Background: an optimization exercise with open tools, aiming at small area, a short achievable clock period and few clock cycles per item. Do not read the settings as production practice. RTL that was checked went through simulation tests only; none was proved equivalent to the original. For run 1, only the layout was checked, not whether the RTL still works.

==> flow/design.v, too long to show whole: its modules and the start of the top module <==
// module integ_s1: 45 lines
// module integ_s2: 19 lines
// module integ_s3: 13 lines
// module integ_mul24: 1615 lines
// module integ_fa: 4 lines
// module integ_ha: 4 lines
// module integ_bsel: 3 lines
// module integ4: 149 lines
module integ4 (
    input  wire         clk,
    input  wire         rst,         
    input  wire         in_valid,
    output wire         in_ready,
    input  wire         in_rst,      
    input  wire [127:0] in_x,        
    input  wire [127:0] in_gain,     
    input  wire [255:0] in_q0,       
    output reg          out_valid,
    output reg  [1:0]   out_cause,   
    output reg  [1:0]   out_elem,    
    output wire [255:0] out_q        
);
  // ...
==> flow/run.sh <==
#!/bin/bash
# synth_recipe.tcl (not shown) runs the flow's synth.tcl, then flattens the netlist and writes it again
# the make line also repeats each setting of config.mk as NAME=value (left out here)
make -C /OpenROAD-flow-scripts/flow DESIGN_CONFIG=/design/flow/config.mk WORK_HOME=/design/flow/orfs CLKGATE_MAP_FILE= SYNTH_SCRIPT=/design/flow/synth_recipe.tcl finish
==> flow/config.mk <==
export PLATFORM = sky130hd
export DESIGN_NAME = integ4
export DESIGN_NICKNAME = integ4
export VERILOG_FILES = /design/flow/design.v
export SDC_FILE = /design/flow/constraint.sdc
export NUM_CORES = 4
export LEC_CHECK = 0
export CAP_MARGIN = 20
export CORE_MARGIN = 2
export CORE_UTILIZATION = 40
export SLEW_MARGIN = 20
export SYNTH_HIERARCHICAL = 1
==> flow/constraint.sdc <==
create_clock -name core_clock -period 22.0 [get_ports {clk}]
set_input_delay 4.4000 -clock core_clock [delete_from_list [all_inputs] [get_ports {clk}]]
set_output_delay 4.4000 -clock core_clock [all_outputs]
set_load 0.01 [all_outputs]
==> results.yml, run 1 <==
die:
  row_count: 221
  start_util_pct: 40.3
  dieArea_sq_um: 370000
cells_and_area:
  clkCellAreaFrac_pct: 3.71
  drive_gt1_share_pct: 18.2
  final_util_pct: 45.0
  layout.nets: 16900
  multi_input_comb_area_sq_um: 107000
  buffers: 1095
setup_path:
  crit_fanout: 79
  r2r_end: "gain[7]"
  worstReg2RegStart: "r3"
  path_depth: 19
  r2r_cells: 19
  reg2reg_slack_ns: 12.30
  cp_cell_sequence: "buf_4 > mux2_2 > ha_1 > a21oi_1 > o21ai_0 > a211oi_1 > a2111oi_0 > buf_4 > o211ai_1 > a21oi_1 > o21ai_1 > xnor2_1 > a21o_1 > nor4_2 > o21a_4 > and4_4 > buf_4 > buf_4 > mux2i_1"
routing:
  top_layer_used: "met5"
  ant_nets: 0
  met2WireLength_mm: 241
  drcViolationCount: 0
  vias_per_cell: 6.08
  dr_wl_met3_mm: 43.7
synthesis:
  ys_async_sr_fraction_pct: 0
  ys_ff_latch: 1429
  synth-edff-count: 384
  avgSynthCellArea_sq_um: 10.2
  netlist_top_cells_area: "fa_1, dfxtp_1, xnor2_1"
clock_tree:
  cts_tree: "built"
outcome:
  status: "finished clean"
grt:
  met1_usage_pct: 38.0
  grt.overflow.total: 0
  grt_pass1_wl_mm: 809
  antenna_found_initial: 39
place:
  place_ws_ns: 12.37
  post-place-cells: 19300
sta:
  setup_viol: 0
  rsz0062_at_grt: "no"
  tns_ns: 0
  fmax_mhz: 103
hold_path:
  hold_depth: 0
==> module integ_s1, before the edit <==
module integ_s1 (
    input  wire [31:0] k,         
    input  wire [31:0] x,         
    output wire [47:0] p,         
    output wire [6:0]  u,         
    output wire        neg,       
    output wire        ovf_a,     
    output wire        at65,      
    output wire        sticky,    
    output wire        bad_k,     
    output wire        bad_x      
);
    wire [7:0] ek = k[30:23];
    wire [7:0] ex = x[30:23];
    wire       nk = |ek;
    wire       nx = |ex;
    assign bad_k = &ek;
    assign bad_x = &ex;
    wire [23:0] mk = {nk, k[22:0]};
    wire [23:0] mx = {nx, x[22:0]};
    wire [47:0] ps, pc;
    integ_mul24 mul (.a(mk), .b(mx), .s(ps), .c(pc));
    assign p = ps + pc;
    wire [8:0]        e_sum = {1'b0, ek[7:1], ek[0] | ~nk} + {1'b0, ex[7:1], ex[0] | ~nx};
    wire signed [9:0] t     = $signed({1'b0, e_sum}) - 10'sd219;
    assign neg = k[31] ^ x[31];
    wire both_n = nk & nx;
    wire pow2   = ~|k[22:0] & ~|x[22:0];
    assign ovf_a = both_n & ((t > 10'sd66) | ((t == 10'sd66) & ~(neg & pow2)));
    assign at65  = both_n & (t == 10'sd65);
    wire [6:0] tc = t[9] ? 7'd0 : t[6:0];
    assign u = 7'd66 - tc;
    reg [4:0] tz_k, tz_x;
    integer i;
    always @(*) begin
        tz_k = 5'd0;
        tz_x = 5'd0;
        for (i = 23; i >= 0; i = i - 1) begin
            if (mk[i]) tz_k = i[4:0];
            if (mx[i]) tz_x = i[4:0];
        end
    end
    wire [6:0] tz_sum = {2'b00, tz_k} + {2'b00, tz_x} + tc;
    assign sticky = (|k[30:0]) & (|x[30:0]) & (tz_sum < 7'd48);
endmodule
==> module integ4, before the edit <==
module integ4 (
    input  wire         clk,
    input  wire         rst,         
    input  wire         in_valid,
    output wire         in_ready,
    input  wire         in_rst,      
    input  wire [127:0] in_x,        
    input  wire [127:0] in_gain,     
    input  wire [255:0] in_q0,       
    output reg          out_valid,
    output reg  [1:0]   out_cause,   
    output reg  [1:0]   out_elem,    
    output wire [255:0] out_q        
);
    reg [127:0] gain;                
    reg [255:0] q;                   
    assign out_q = q;
    reg         rdy, stall;
    reg [127:0] x1;
    reg [127:0] pgain;
    reg [255:0] pq0;
    reg         v1, v2, v3, r1, r2, r3;
    assign in_ready = rdy;
    wire fire = in_valid & rdy;
    always @(posedge clk) begin
        x1 <= in_x;
        if (rdy) begin
            pgain <= in_gain;
            pq0   <= in_q0;
        end
        r1 <= in_rst;
        r2 <= r1;
        r3 <= r2;
        if (rst) begin
            v1    <= 1'b0;
            v2    <= 1'b0;
            v3    <= 1'b0;
            stall <= 1'b0;
            rdy   <= 1'b1;
        end else begin
            v1    <= fire;
            v2    <= v1;
            v3    <= v2;
            stall <= fire & in_rst;
            rdy   <= ~(fire & in_rst) & ~stall;
        end
    end
    reg [191:0] p2;                  
    reg [27:0]  u2;                  
    reg [3:0]   neg2, ovf_a2, at65_2, bad_x2, sticky2, bad_k2;
    reg [255:0] b3;                  
    reg [3:0]   cin3, neg3, d_ovf3, bad_x3, bad_k3;
    wire [191:0] p1;
    wire [27:0]  u1;
    wire [3:0]   neg1, ovf_a1, at65_1, bad_x1, sticky1, bad_k1;
    wire [255:0] b2;
    wire [3:0]   cin2, d_ovf2;
    wire [255:0] q_next;
    wire [3:0]   ovf3;
    genvar c;
    generate
        for (c = 0; c < 4; c = c + 1) begin : ch
            integ_s1 s1 (
                .k      (r1 ? pgain[32*c +: 32] : gain[32*c +: 32]),
                .x      (x1[32*c +: 32]),
                .p      (p1[48*c +: 48]),
                .u      (u1[7*c +: 7]),
                .neg    (neg1[c]),
                .ovf_a  (ovf_a1[c]),
                .at65   (at65_1[c]),
                .sticky (sticky1[c]),
                .bad_k  (bad_k1[c]),
                .bad_x  (bad_x1[c])
            );
            integ_s2 s2 (
                .p      (p2[48*c +: 48]),
                .u      (u2[7*c +: 7]),
                .neg    (neg2[c]),
                .ovf_a  (ovf_a2[c]),
                .at65   (at65_2[c]),
                .sticky (sticky2[c]),
                .b      (b2[64*c +: 64]),
                .cin    (cin2[c]),
                .d_ovf  (d_ovf2[c])
            );
            integ_s3 s3 (
                .q      (r3 ? pq0[64*c +: 64] : q[64*c +: 64]),
                .b      (b3[64*c +: 64]),
                .cin    (cin3[c]),
                .neg    (neg3[c]),
                .d_ovf  (d_ovf3[c]),
                .q_next (q_next[64*c +: 64]),
                .ovf    (ovf3[c])
            );
        end
    endgenerate
    always @(posedge clk) begin
        p2      <= p1;
        u2      <= u1;
        neg2    <= neg1;
        ovf_a2  <= ovf_a1;
        at65_2  <= at65_1;
        sticky2 <= sticky1;
        bad_x2  <= bad_x1;
        bad_k2  <= bad_k1 & {4{r1}};
        b3      <= b2;
        cin3    <= cin2;
        neg3    <= neg2;
        d_ovf3  <= d_ovf2;
        bad_x3  <= bad_x2;
        bad_k3  <= bad_k2;
    end
    reg [1:0] cause, elem;
    integer i;
    always @(*) begin
        cause = 2'd0;
        elem  = 2'd0;
        if (bad_k3 != 4'd0) begin
            cause = 2'd3;
            for (i = 3; i >= 0; i = i - 1)
                if (bad_k3[i]) elem = i[1:0];
        end else begin
            for (i = 3; i >= 0; i = i - 1) begin
                if (bad_x3[i]) begin
                    cause = 2'd1;
                    elem  = i[1:0];
                end else if (ovf3[i]) begin
                    cause = 2'd2;
                    elem  = i[1:0];
                end
            end
        end
    end
    always @(posedge clk) begin
        out_cause <= cause;
        out_elem  <= elem;
        if (rst) begin
            out_valid <= 1'b0;
            gain      <= 128'd0;
            q         <= 256'd0;
        end else begin
            out_valid <= v3;
            if (v3 && cause == 2'd0) begin
                q <= q_next;
                if (r3) gain <= pgain;
            end
        end
    end
endmodule
==> run 2, diff against run 1 <==
--- a/flow/design.v
+++ b/flow/design.v
@@ -1,5 +1,7 @@
 module integ_s1 (
     input  wire [31:0] k,         
+    input  wire        k_h,       
     input  wire [31:0] x,         
+    input  wire        x_h,       
     output wire [47:0] p,         
     output wire [6:0]  u,         
@@ -13,6 +15,6 @@
     wire [7:0] ek = k[30:23];
     wire [7:0] ex = x[30:23];
-    wire       nk = |ek;
-    wire       nx = |ex;
+    wire       nk = k_h;
+    wire       nx = x_h;
     assign bad_k = &ek;
     assign bad_x = &ex;
@@ -63,4 +65,13 @@
     assign cin = neg ^ rnd;
 endmodule
+module integ_commit (
+    input  wire       v,
+    input  wire [3:0] bad_k,      
+    input  wire [3:0] bad_x,
+    input  wire [3:0] ovf,
+    output wire       commit
+);
+    assign commit = v & ~|(bad_k | bad_x | ovf);
+endmodule
 module integ_s3 (
     input  wire [63:0] q,         
@@ -1717,34 +1728,59 @@
 );
     reg [127:0] gain;                
+    reg [3:0]   gain_h;
     reg [255:0] q;                   
     assign out_q = q;
-    reg         rdy, stall;
-    reg [127:0] x1;
-    reg [127:0] pgain;
+    reg         rdy, rst_q;
+    reg [127:0] x1, k1;
+    reg [3:0]   x1_h, k1_h;
     reg [255:0] pq0;
-    reg         v1, v2, v3, r1, r2, r3;
+    reg         v1, v2, r1, r2;
     assign in_ready = rdy;
     wire fire = in_valid & rdy;
+    wire [3:0]   commit;             
+    reg  [127:0] gain_d;
+    reg  [3:0]   gain_h_d;
+    integer j;
+    always @(*) begin
+        for (j = 0; j < 4; j = j + 1) begin
+            if (rst_q) begin
+                gain_d[32*j +: 32] = 32'd0;
+                gain_h_d[j]        = 1'b0;
+            end else if (commit[j] && r2) begin
+                gain_d[32*j +: 32] = k1[32*j +: 32];
+                gain_h_d[j]        = k1_h[j];
+            end else begin
+                gain_d[32*j +: 32] = gain[32*j +: 32];
+                gain_h_d[j]        = gain_h[j];
+            end
+        end
+    end
+    reg [3:0] in_gain_h, in_x_h;
+    always @(*)
+        for (j = 0; j < 4; j = j + 1) begin
+            in_gain_h[j] = |in_gain[32*j+23 +: 8];
+            in_x_h[j]    = |in_x[32*j+23 +: 8];
+        end
     always @(posedge clk) begin
-        x1 <= in_x;
+        x1   <= in_x;
+        x1_h <= in_x_h;
         if (rdy) begin
-            pgain <= in_gain;
-            pq0   <= in_q0;
+            k1   <= in_rst ? in_gain : gain_d;
+            k1_h <= in_rst ? in_gain_h : gain_h_d;
+            pq0  <= in_q0;
         end
-        r1 <= in_rst;
-        r2 <= r1;
-        r3 <= r2;
+        r1     <= in_rst;
+        r2     <= r1;
+        rst_q  <= rst;
+        gain   <= gain_d;
+        gain_h <= gain_h_d;
         if (rst) begin
-            v1    <= 1'b0;
-            v2    <= 1'b0;
-            v3    <= 1'b0;
-            stall <= 1'b0;
-            rdy   <= 1'b1;
+            v1  <= 1'b0;
+            v2  <= 1'b0;
+            rdy <= 1'b1;
         end else begin
-            v1    <= fire;
-            v2    <= v1;
-            v3    <= v2;
-            stall <= fire & in_rst;
-            rdy   <= ~(fire & in_rst) & ~stall;
+            v1  <= fire;
+            v2  <= v1;
+            rdy <= ~(fire & in_rst);
         end
     end
@@ -1752,6 +1788,4 @@
     reg [27:0]  u2;                  
     reg [3:0]   neg2, ovf_a2, at65_2, bad_x2, sticky2, bad_k2;
-    reg [255:0] b3;                  
-    reg [3:0]   cin3, neg3, d_ovf3, bad_x3, bad_k3;
     wire [191:0] p1;
     wire [27:0]  u1;
@@ -1760,11 +1794,13 @@
     wire [3:0]   cin2, d_ovf2;
     wire [255:0] q_next;
-    wire [3:0]   ovf3;
+    wire [3:0]   ovf2;
     genvar c;
     generate
         for (c = 0; c < 4; c = c + 1) begin : ch
             integ_s1 s1 (
-                .k      (r1 ? pgain[32*c +: 32] : gain[32*c +: 32]),
+                .k      (k1[32*c +: 32]),
+                .k_h    (k1_h[c]),
                 .x      (x1[32*c +: 32]),
+                .x_h    (x1_h[c]),
                 .p      (p1[48*c +: 48]),
                 .u      (u1[7*c +: 7]),
@@ -1788,11 +1824,18 @@
             );
             integ_s3 s3 (
-                .q      (r3 ? pq0[64*c +: 64] : q[64*c +: 64]),
-                .b      (b3[64*c +: 64]),
-                .cin    (cin3[c]),
-                .neg    (neg3[c]),
-                .d_ovf  (d_ovf3[c]),
+                .q      (r2 ? pq0[64*c +: 64] : q[64*c +: 64]),
+                .b      (b2[64*c +: 64]),
+                .cin    (cin2[c]),
+                .neg    (neg2[c]),
+                .d_ovf  (d_ovf2[c]),
                 .q_next (q_next[64*c +: 64]),
-                .ovf    (ovf3[c])
+                .ovf    (ovf2[c])
+            );
+            integ_commit cm (
+                .v      (v2),
+                .bad_k  (bad_k2),
+                .bad_x  (bad_x2),
+                .ovf    (ovf2),
+                .commit (commit[c])
             );
         end
@@ -1807,10 +1850,4 @@
         bad_x2  <= bad_x1;
         bad_k2  <= bad_k1 & {4{r1}};
-        b3      <= b2;
-        cin3    <= cin2;
-        neg3    <= neg2;
-        d_ovf3  <= d_ovf2;
-        bad_x3  <= bad_x2;
-        bad_k3  <= bad_k2;
     end
     reg [1:0] cause, elem;
@@ -1819,14 +1856,14 @@
         cause = 2'd0;
         elem  = 2'd0;
-        if (bad_k3 != 4'd0) begin
+        if (bad_k2 != 4'd0) begin
             cause = 2'd3;
             for (i = 3; i >= 0; i = i - 1)
-                if (bad_k3[i]) elem = i[1:0];
+                if (bad_k2[i]) elem = i[1:0];
         end else begin
             for (i = 3; i >= 0; i = i - 1) begin
-                if (bad_x3[i]) begin
+                if (bad_x2[i]) begin
                     cause = 2'd1;
                     elem  = i[1:0];
-                end else if (ovf3[i]) begin
+                end else if (ovf2[i]) begin
                     cause = 2'd2;
                     elem  = i[1:0];
@@ -1838,15 +1875,10 @@
         out_cause <= cause;
         out_elem  <= elem;
-        if (rst) begin
-            out_valid <= 1'b0;
-            gain      <= 128'd0;
-            q         <= 256'd0;
-        end else begin
-            out_valid <= v3;
-            if (v3 && cause == 2'd0) begin
-                q <= q_next;
-                if (r3) gain <= pgain;
-            end
-        end
+        out_valid <= v2 & ~rst;
+        for (j = 0; j < 4; j = j + 1)
+            if (rst_q)
+                q[64*j +: 64] <= 64'd0;
+            else if (commit[j])
+                q[64*j +: 64] <= q_next[64*j +: 64];
     end
 endmodule
==> flow/flow/run.sh (new file) <==
#!/bin/bash
# Own layout flow: the standard flow (standard.sh), with the synthesis run
# first exactly as standard.sh makes it, then the layout steps with
#  - port buffers of a real buffer cell (buf_4) instead of the flow's default,
#  - timing repair that aims for slack beyond the clock period's, so the
#    resizer works on the paths that set the achieved period.
# Each tool's output goes to a log of its own in this folder; ORFS's own step
# logs stay under orfs/logs.
set -euo pipefail
bash standard.sh synth > flow_synth.log 2>&1
export BUFFER_PORTS_ARGS="-buffer_cell sky130_fd_sc_hd__buf_4"
export SETUP_SLACK_MARGIN=16.5
bash standard.sh > flow_layout.log 2>&1
==> flow/standard.sh (new file) <==
#!/bin/bash
# synth_recipe.tcl (not shown) runs the flow's synth.tcl, then flattens the netlist and writes it again
# the make line also repeats each setting of config.mk as NAME=value (left out here)
make -C /OpenROAD-flow-scripts/flow DESIGN_CONFIG=/design/flow/config.mk WORK_HOME=/design/flow/orfs CLKGATE_MAP_FILE= SYNTH_SCRIPT=/design/flow/synth_recipe.tcl "${@:-finish}"
--- a/flow/config.mk
+++ b/flow/config.mk
@@ -8,5 +8,9 @@
 export CAP_MARGIN = 20
 export CORE_MARGIN = 2
-export CORE_UTILIZATION = 40
+export CORE_UTILIZATION = 55
+export CTS_CLUSTER_DIAMETER = 60
+export CTS_CLUSTER_SIZE = 30
+export PLACE_DENSITY = 0.65
 export SLEW_MARGIN = 20
 export SYNTH_HIERARCHICAL = 1
+export TNS_END_PERCENT = 10
removed: flow/run.sh
==> run 2 against run 1 <==
  * Still clean
  * Via count rose by 7.1%
  * Non-clock buffer count rose by 784
  * Die area fell by 29%
  * Wire length rose by 5.7%
  * Count of clock-buffer cells in the layout fell by 120
  * Critical endpoint is now k1[76]
  * Largest cell class unchanged
  * Highest routed layer unchanged
==> results.yml, run 2 <==
clock_tree:
  cts_tree: "built"
  cts_max_level: 3
  clk-insertion-delay-late_ns: 0.93
  cts.sinks: 1163
  clk_pin_slew_ns: 0.11
  cts_hold_buffers: 0
  root_buffer: "clkbuf_16"
  cts_buffers: 114
  cts.path.max_buffers: 4
synthesis:
  avgSynthCellArea_sq_um: 10.0
  synth-edff-count: 388
  netlist_top_cells_area: "fa_1, dfxtp_1, xnor2_1"
  synth_cells: 14200
  synth_top_family_by_area: "compound AO/OA/AOI/OAI gates"
  synthMuxAreaShare_pct: 10.9
  ys_async_sr_fraction_pct: 0
  synth_top_area_cell: "fa_1"
  synth_top_area_share_pct: 15.3
  synthTopCellsByCount: "xnor2_1, a22oi_2, fa_1"
  synth_flop_cell: "dfxtp_1"
  synth-adder-area-share_pct: 21.0
  synth_compound_area_share_pct: 21.3
  synthSimpleGateAreaFrac_pct: 10.9
  synth_warnings: 8
  synthMostInstantiatedCell: "xnor2_1"
  synth.distinct_cells: 105
  synthXorXnorAreaFrac_pct: 11.5
  syn_area_sq_um: 143000
  ys_ff_latch: 1163
  synth_seq_area_share_pct: 19.0
setup_path:
  cp_top_family: "compound AO/OA/AOI/OAI gates"
  required_ns: 22.66
  cp-end-kind: "flip-flop"
  path_depth: 25
  worstReg2RegStart: "u2[7]"
  path_buf_inv: 4
  reg2reg_slack_ns: 15.52
  r2r_end: "k1[76]"
  critPathKind: "reg2reg"
  cp_data_arrival_time_ns: 7.14
  crit_fanout: 9
  r2r_cells: 25
  worst_path_max_delay_cell: "mux4_2"
  startpoint_type: "flip-flop"
  cp-startpoint: "u2[7]"
  slowest_delay_ns: 0.62
  endpoint: "k1[76]"
die:
  dieArea_sq_um: 264000
  ios: 778
  floorplan.die.height_um: 513
  die_x_um: 513
  row_count: 187
  start_util_pct: 55.2
  core_area_sq_um: 259000
cells_and_area:
  drive_gt1_share_pct: 32.6
  area_growth_pct: 20.0
  final_common_cell: "buf_4"
  largest_registers: "pq0 (256), q (256), p2 (192)"
  layout.nets: 17500
  final_util_pct: 66.2
  final_cell_mix: "buf_4, xnor2_1, a22oi_2"
  final_area_sq_um: 171000
grt:
  grt.overflow.total: 0
  grt_max_degree: 185
  antenna_found_initial: 32
  grt_usage_pct: 40.0
  grt_pass1_vias: 122000
  grt_pass1_wl_mm: 807
routing:
  wl_per_cell_um: 30.9
  vias_per_cell: 6.81
  drt-initial-drc-count: 15300
  drcViolationCount: 0
  routed_wl_mm: 580
  routed-via-count: 128000
  drt_first_pass_iters: 8
  ant_nets: 0
sta:
  hold_violations: 0
  fmax_mhz: 154
  layout_setup_ws_ns: 15.52
  fin_crit_sh_pct: 29.4
  tns_ns: 0
  setup_viol: 0
  relSlewSlack_pct: 20.2
  final_max_slew_viol_count: 0
  period_needed_ns: 6.48
  rsz0062_at_grt: "yes"
  whs_ns: 0.446
  worst_pin_slew_ns: 1.20
  worst_clock_skew_ns: 0.0859
place:
  place_ws_ns: 13.56
  gp_congestion: 1.03
  io_buffers: 777
  dp_hpwl_mm: 389
  placed_area_sq_um: 150000
hold_path:
  hold_path_class: "reg2reg"
flow_run:
  max-cap-violations: 0
outcome:
  status: "finished clean"
run 2: changes by cell type in the layout (fill, tap and decap cells not counted), moves of 134 or more:
cell | previous run | this run
buf_4 | 313 | 1513
clkdlybuf4s50_1 | 776 | 0
nor2_1 | 601 | 981
o21ai_0 | 608 | 246
dfxtp_1 | 986 | 674
a21oi_1 | 910 | 603
nand4_1 | 400 | 144
buf_12 | 3 | 157
xnor2_1 | 1652 | 1500
mux2_2 | 502 | 365
mux2i_1 | 324 | 458
run 2: per-module statistics from Yosys (local to each module, per instance):
module / cell area (sq um) / flip-flops and latches / times used
integ_s2: 4530 / 0 / 4
integ_s1: 4330 / 0 / 4
integ_s3: 3950 / 0 / 4
integ_bsel: 21.3 / 0 / 1104
integ_mul24: 1660 / 0 / 4
integ4: 38500 / 1163 / 1
integ_commit: 32.5 / 0 / 4
integ_ha: 12.5 / 0 / 128
integ_fa: 20.0 / 0 / 1056
run 2: per-stage QoR:
stage	cells
5_1_grt	18800
4_1_cts	18200
2_1_floorplan	14300
3_5_place_dp	17800
6_report	18800
3_3_place_gp	17800
run 2: worst min path at each step:
stage / from / endpoint / slack (ns) / cells after the start
after floorplan: r1 / r2 / 0.36 / 0
after global placement: r1 / r2 / 0.42 / 0
after detailed placement: r1 / r2 / 0.43 / 0
after CTS: r1 / r2 / 0.45 / 0
after global routing: v1 / v2 / 0.46 / 1
final: v1 / v2 / 0.45 / 1
run 2: cells by family after synthesis:
kind of cell               Yosys count
AOI/OAI and AO/OA                 3573
xor gates and xnor gates          1868
adders and majority gates         1740
buffers and inverters             1369
DFF                               1163
muxes                             1224
other                                8
and+or+nand+nor                   3296
run 2: per-layer routing:
metal	part of all wire, %	global-route usage, %	routed length, um	up-vias
li1	-	-	-	53900
met1	38	52.2	219000	63300
met2	43	61.3	250000	8488
met3	11	8.23	62800	2204
met4	8.2	24.2	47700	16
met5	0.027	0.0365	157	-
run 2: timing repair:
item,4_1_cts,5_1_grt
setup buffers,192,465
setup endpoints to repair,923,915
resized for setup,877,912
pin swaps,133,251
cloned,51,90
run 2: layout make-up:
| class | instances | area, sq um |
|---|---|---|
| Multi-Input combinational cell | 11800 | 115000 |
| Fill cell | 20000 | 87500 |
| Sequential cell | 1163 | 27500 |
| Timing Repair Buffer | 1879 | 19000 |
| Tap cell | 3402 | 4260 |
| Clock buffer | 122 | 2970 |
| Inverter | 349 | 1460 |
| Clock inverter | 88 | 1360 |
| Antenna cell | 25 | 62.6 |
Testbench counts of run 2, summed over its fixed seeds: cycles 24,413, items 24,000.

## re-timing with driven ports
The results above use ideal ports. As a check the final layouts listed here were re-extracted and re-timed, cells and wires unchanged.
Step 1: set_driving_cell puts a clkbuf_16 on clk and a buf_2 on each other input, an assumption about the parent block.
Step 2 times the ports against the registers' clock, not the clock port: input delays grow and output delays shrink by t, the midpoint of the rising clock arrivals with the driver on.
a / b / c = ideal ports / drivers / drivers and shift; a / b = the first two.
run | t (ns) | setup slack, ns | hold WS [ns] | slew at the worst register clock pin (ns) | worst data-port slew with drivers (ns)
run 1 | 1.012 | 12.295 / 12.295 / 12.295 | 0.324 / 0.324 / 0.324 | 0.07 / 0.07 | 0.22
run 2 | 1.000 | 15.522 / 15.522 / 15.204 | 0.446 / 0.446 / 0.446 | 0.11 / 0.11 | 0.21
After both steps every run listed still meets setup and hold. The setup slack of run 2, which loses most, moves by 0.000 ns with the drivers and by -0.318 ns with both steps.
